This is an optimization exercise on Yosys and OpenROAD, whose aim is small area, a short achievable clock period and few clock cycles per item, not a production implementation.
At most, simulation tests tie the RTL to the original design; equivalence was not proved.

## run E
==> flow/design.v (excerpt) <==
module rs_col_decoder (
    input  wire       clk,
    input  wire       rst,
    input  wire       in_valid,
    output wire       in_ready,
    input  wire [7:0] in_data,
    input  wire       in_erase,
    output reg        corr_valid,
    output reg  [7:0] corr_pos,
    output reg  [7:0] corr_val,
    output reg        res_valid,
    output reg        res_fail
);
For scale: ~2200 flip-flops, about 32 I/O pins, roughly 100000 um2 of cells after synthesis.
Settings: LEC_CHECK=0, CAP_MARGIN=20, CORE_MARGIN=2, CORE_UTILIZATION=70, CTS_CLUSTER_DIAMETER=60, CTS_CLUSTER_SIZE=30, SLEW_MARGIN=20; clock period 12.0 ns.
standard.sh (not shown) runs the stock make flow with config.mk's settings and CLKGATE_MAP_FILE= SYNTH_SCRIPT=/design/flow/synth_recipe.tcl, a recipe that flattens the netlist after the stock synthesis.
==> flow/flow/run.sh <==
#!/bin/bash
# Standard layout with three changes:
#  - the port buffers of buffer_ports are buf_4,
#  - timing repair aims at a setup slack of 8.75 ns (the design runs well
#    below the 12 ns clock),
#  - clock tree synthesis adds no dummy loads.
export BUFFER_PORTS_ARGS="-buffer_cell sky130_fd_sc_hd__buf_4"
export SETUP_SLACK_MARGIN=8.75
export CTS_ARGS="-sink_clustering_enable -repair_clock_nets -sink_clustering_size 30 -sink_clustering_max_diameter 60 -dont_use_dummy_load"
bash standard.sh > standard.log 2>&1
Testbench counts of run E, summed over its fixed seeds: cycles 203,246, columns 800.
Setup changes, run E to run K
--- a/flow/design.v
+++ b/flow/design.v
@@ -165,22 +165,19 @@
         for (g = 0; g < 32; g = g + 1) begin : g_syn
             rs_gf_mul u_mul (.a(s1[g]), .b(POWJ[8*g +: 8]), .p(s1_mul[g]));
         end
     endgenerate
     reg  [7:0] fq [0:D-1];
     reg  [5:0] occ, occm1;
     wire [7:0] fq_old = fq[occm1];
     wire       push   = accept & in_erase & (firstpos | (ecnt_a < 6'd32));
     wire       pop;
-    wire [5:0] occ_np = pop ? occm1 : occ;           
-    wire [5:0] occ_pp = pop ? occ : occ + 6'd1;      
-    wire [5:0] occ_next = push ? occ_pp : occ_np;
-    wire       fifo_ok  = push ? (occ_pp <= D - 1) : (occ_np <= D - 1);
+    wire [5:0] occ_next = occ + {5'd0, push} - {5'd0, pop};
     localparam [2:0] K_IDLE = 3'd0, K_START = 3'd1, K_START2 = 3'd2, K_LOAD = 3'd3, K_BM = 3'd4,
                      K_OM = 3'd5, K_DONE = 3'd6;
     reg  [2:0] kst;
     reg  [4:0] ph;           
     reg  [4:0] it;           
     reg        itl;          
     reg  [5:0] f2;           
     reg  [5:0] f2e;          
     reg  [5:0] L2;
@@ -467,23 +464,23 @@
             corr_valid <= 1'b0;
             res_valid  <= 1'b0;
         end else begin
             if (accept) begin
                 cnt_a  <= lastpos ? 8'd0 : cnt_a + 8'd1;
                 xa     <= lastpos ? ALPHA_247 : xa_next;
                 ecnt_a <= ecnt_n;
             end
             rdy <= ~(accept && lastpos) &&
-                   ~(accept ? ((cnt_a == 8'd246) && ~((s2_idle && !lastpos) || (m_dn && load3)))
-                            : (lastpos && ~(s2_idle || (m_dn && load3)))) &&
-                   fifo_ok;
+                   ~((accept ? (cnt_a == 8'd246) : lastpos) &&
+                     ~((s2_idle && !hand) || (m_dn && load3))) &&
+                   (occ_next <= D - 1);
             occ   <= occ_next;
-            occm1 <= push ? (pop ? occm1 : occ) : (pop ? occm1 - 6'd1 : occm1);
+            occm1 <= occ_next - 6'd1;
             ph <= {ph[3:0], ph[4]};
             case (kst)
             K_IDLE: if (hand) begin
                 kst     <= K_START;
                 s2_idle <= 1'b0;
             end
             K_START: kst <= K_START2;
             K_START2: begin
                 kst  <= K_LOAD;
## What came out
Diff run E..run K | number of clock sinks | unchanged. The arithmetic-cell share of the synthesized area counting full adders, half adders and majority gates of run E and that of run K are within noise of each other. Diff run E -> run K: total core area shows no meaningful change, sequential cell area in the final layout shows no meaningful change, clock latency reported for the late side of the worst-skew pair shows an increase of 0.02 ns. The run showing the smaller tightest hold margin is run K. Delta (run K minus run E): portion of netlist area occupied by mux cells went down by 0.29 points; vertical die dimension now sits at about the same level.
Function not checked in run K: the RTL went through the layout flow alone.


## AL
Another version of the RTL of rs_col_decoder (not shown whole).
Size in the first run: ~32 I/O pins.
clock: 12.0 ns
lec_check: 0
cap_margin: 20
core_margin: 2
core_utilization: 70
cts_cluster_diameter: 60
cts_cluster_size: 30
slew_margin: 20
Scripts as last shown in full above: flow/flow/run.sh
Testbench counts of AL, summed over its fixed seeds: cycles 203,255, columns 800.
Here is what was changed in the inputs of PW compared with AL.
--- a/flow/design.v
+++ b/flow/design.v
@@ -184,25 +184,26 @@
     reg  [5:0] f2;           
     reg  [5:0] f2e;          
     reg  [5:0] L2;
     reg  signed [6:0] k2;
     reg  [63:0] gm, dm;      
     reg  [7:0]  dv;          
     reg  [7:0]  gsrc, dsrc;  
     reg         gld, dld;    
     reg  [7:0] dnx;          
     reg  [7:0] xn;           
     reg        ers, chg, ersn, chgn;
     reg        m_ld, m_bm, m_om, m_dn;
-    reg        k_d1, k_s0, k_t0;            
+    reg        k_d1, k_t0;                  
+    reg        a_s;                         
     reg        k_ok, tuse;
     reg  [6:0] zln;          
     reg  [4:0] zch;          
     reg  [6:0] la, lb;       
     reg  [4:0] ca, cb;       
     reg  [7:0] capa, capb;   
     reg  [7:0] cs1, cs2;     
     reg  [8*N-1:0] dr, tr, sr;    
     wire   ph0  = ph[0];
     wire   ph4  = ph[4];
     wire   zhit = |(zch & ph);
     wire [7:0] dn_l [0:M-1];
@@ -218,36 +219,36 @@
             wire [7:0] rs1 = sr[8*(g+1) +: 8];
             wire [7:0] tm1, tm2;
             if (g == 0) begin : g_c0
                 assign tm1 = cs1;
                 assign tm2 = cs2;
             end else if (g == 1) begin : g_c1
                 assign tm1 = sr[8*(g-1) +: 8];
                 assign tm2 = cs1;
             end else begin : g_cn
                 assign tm1 = sr[8*(g-1) +: 8];
                 assign tm2 = sr[8*(g-2) +: 8];
             end
-            wire       m31 = (g == 3) ? ph4 : 1'b0;
-            wire [7:0] opa = m_om ? rs0 : rd1;
-            wire [7:0] opb = m_om ? tm1 : rt0;
+            wire       m31 = (g == 3) ? (m_ld & ph4) : 1'b0;
+            wire [7:0] opa = ({8{a_s}} & rs0) | ({8{m_bm}} & rd1);
+            wire [7:0] opb = ({8{m_om}} & tm1) | ({8{m_bm}} & rt0);
             wire [7:0] dn  = mmul(gm, opa) ^ mmul(dm, opb);
             assign dn_l[g] = dn;
             wire       z   = zhit & zln[g];
-            wire [7:0] tkp = ({8{k_d1}} & rd1) | ({8{k_s0 & ~m31}} & rs0) | ({8{k_t0}} & rt0);
-            assign tnew[g] = ({8{~z | k_ok}} & tkp) ^ ({8{tuse & (~z | k_ok)}} & dn);
+            wire [7:0] tkp = ({8{k_d1}} & rd1) | ({8{k_t0}} & rt0);
+            assign tnew[g] = ({8{~z | k_ok}} & tkp) ^ ({8{tuse & (~z | k_ok) & ~m31}} & dn);
             if (g == 5) begin : g_pad
-                assign dnew[g] = m_bm ? (ph4 ? 8'd0 : dn) : (m_ld ? rs0 : rd0);
+                assign dnew[g] = m_bm ? (ph4 ? 8'd0 : dn) : (m_ld ? dn : rd0);
             end else begin : g_npad
-                assign dnew[g] = m_bm ? dn : (m_ld ? rs0 : rd0);
+                assign dnew[g] = (m_bm | m_ld) ? dn : rd0;
             end
             assign snew[g] = m_om ? tm2 : rs0;
         end
     endgenerate
     wire [7:0] ha, hb;
     reg  [7:0] ha_r, hb_r;
     always @* begin
         ha_r = 8'd0;
         hb_r = 8'd0;
         for (i = 0; i < M; i = i + 1) begin
             ha_r = ha_r | ({8{la[i]}} & dr[8*i +: 8]);
             hb_r = hb_r | ({8{lb[i]}} & dr[8*i +: 8]);
@@ -449,24 +450,25 @@
         res_fail <= r2f;
         if (rst) begin
             rdy     <= 1'b1;
             cnt_a   <= 8'd0;
             xa      <= ALPHA_247;
             ecnt_a  <= 6'd0;
             v1      <= 1'b0;
             occ     <= 6'd0;
             occm1   <= 6'd63;
             kst     <= K_IDLE;
             s2_idle <= 1'b1;
             m_ld    <= 1'b0;
+            a_s     <= 1'b0;
             m_bm    <= 1'b0;
             m_om    <= 1'b0;
             m_dn    <= 1'b0;
             ph      <= 5'b00001;
             it      <= 5'd0;
             act3    <= 1'b0;
             p1v     <= 1'b0;
             pav     <= 1'b0;
             p2v     <= 1'b0;
             r1v     <= 1'b0;
             rav     <= 1'b0;
             r2v     <= 1'b0;
@@ -489,64 +491,66 @@
             case (kst)
             K_IDLE: if (hand) begin
                 kst     <= K_START;
                 s2_idle <= 1'b0;
             end
             K_START: kst <= K_START2;
             K_START2: begin
                 kst  <= K_LOAD;
                 m_ld <= 1'b1;
                 ph   <= 5'b00001;
                 it   <= 5'd0;
                 itl  <= 1'b0;
+                a_s  <= 1'b1;
                 k_d1 <= 1'b0;
-                k_s0 <= 1'b1;
                 k_t0 <= 1'b0;
                 k_ok <= 1'b1;
-                tuse <= 1'b0;
+                tuse <= 1'b1;
             end
             K_LOAD: if (ph4) begin
                 kst  <= K_BM;
                 m_ld <= 1'b0;
                 m_bm <= 1'b1;
+                a_s  <= 1'b0;
                 k_d1 <= !ers && chg;
-                k_s0 <= 1'b0;
                 k_t0 <= !ers && !chg;
                 k_ok <= 1'b0;
                 tuse <= ers;
             end
             K_BM: if (ph4) begin
                 it  <= it + 5'd1;
                 itl <= (it == 5'd30);
                 if (itl) begin
                     kst  <= K_OM;
                     m_bm <= 1'b0;
                     m_om <= 1'b1;
+                    a_s  <= 1'b1;
                     it   <= 5'd0;
                     k_d1 <= 1'b0; k_t0 <= 1'b0;
                     k_ok <= 1'b1;
                     tuse <= 1'b1;
                 end else begin
                     k_d1 <= !ersn && chgn;
                     k_t0 <= !ersn && !chgn;
                     tuse <= ersn;
                 end
             end
             K_OM: if (ph4) begin
                 it  <= it + 5'd1;
                 itl <= (it == 5'd14);
                 k_t0 <= 1'b1;
                 if (itl) begin
                     kst  <= K_DONE;
                     m_om <= 1'b0;
+                    a_s  <= 1'b0;
                     m_dn <= 1'b1;
                     tuse <= 1'b0;
                 end
             end
             K_DONE: if (load3) begin
                 kst     <= K_IDLE;
                 s2_idle <= 1'b1;
                 m_dn    <= 1'b0;
             end
             default: kst <= K_IDLE;
             endcase
             if (load3) begin
Findings:
- PW finished every stage and its layout cleared the timing, DRC and antenna checks.
- PW vs. AL: combined area of the multi-input logic cells has decreased, setup slack of the worst register-to-register path +0.15 ns, register cell area after layout about even, global-route usage now sits higher, maximum achievable frequency went down.
- Any difference in synthesized cell count between AL and PW is small enough to ignore.
- Changes observed in PW relative to AL: cell count of the worst reg-to-reg path has increased; routed wire length has increased; largest clock skew in the final design has increased; total vias in the final route has increased; post-layout utilization of the core has increased.
- Post-synthesis share of cell area spent on and, or, nand and nor gates in PW is 0.34 points higher than in AL
The RTL of PW was laid out without a check of its function.

afterwards: timing with drivers on the ports:
The flow's constraints put no driver on any port. The routed layouts listed below were extracted and timed again, unchanged, in two steps. Step 1 sets driving cells, clkbuf_16 on the clock port and buf_2 on the other inputs (assumed; they add their load-dependent delay and slew). Step 2 also shifts input and output timing later by t, the mid clock arrival at the registers, as if the neighbouring blocks saw the same clock. Slacks: ideal / step 1 / step 2; pairs: ideal / step 1.
run | shift t [ns] | slack for setup (ns) | worst setup path at the end | slew at the worst register clock pin (ns) | cell pins on the clock port's net
run E | 0.848 | 8.318 / 8.229 / 8.059 | input to register | 0.11 / 0.11 | 1
run K | 0.858 | 8.208 / 8.186 / 7.376 | input to register | 0.11 / 0.11 | 1
AL | 0.907 | 8.282 / 8.195 / 8.144 | input to register | 0.11 / 0.11 | 1
PW | 0.871 | 8.175 / 8.091 / 7.906 | input to register | 0.11 / 0.11 | 1
After both steps setup and hold are still met in every run listed. For run K, which loses most, drivers alone change the setup slack by -0.022 ns; drivers and shift together by -0.832 ns.
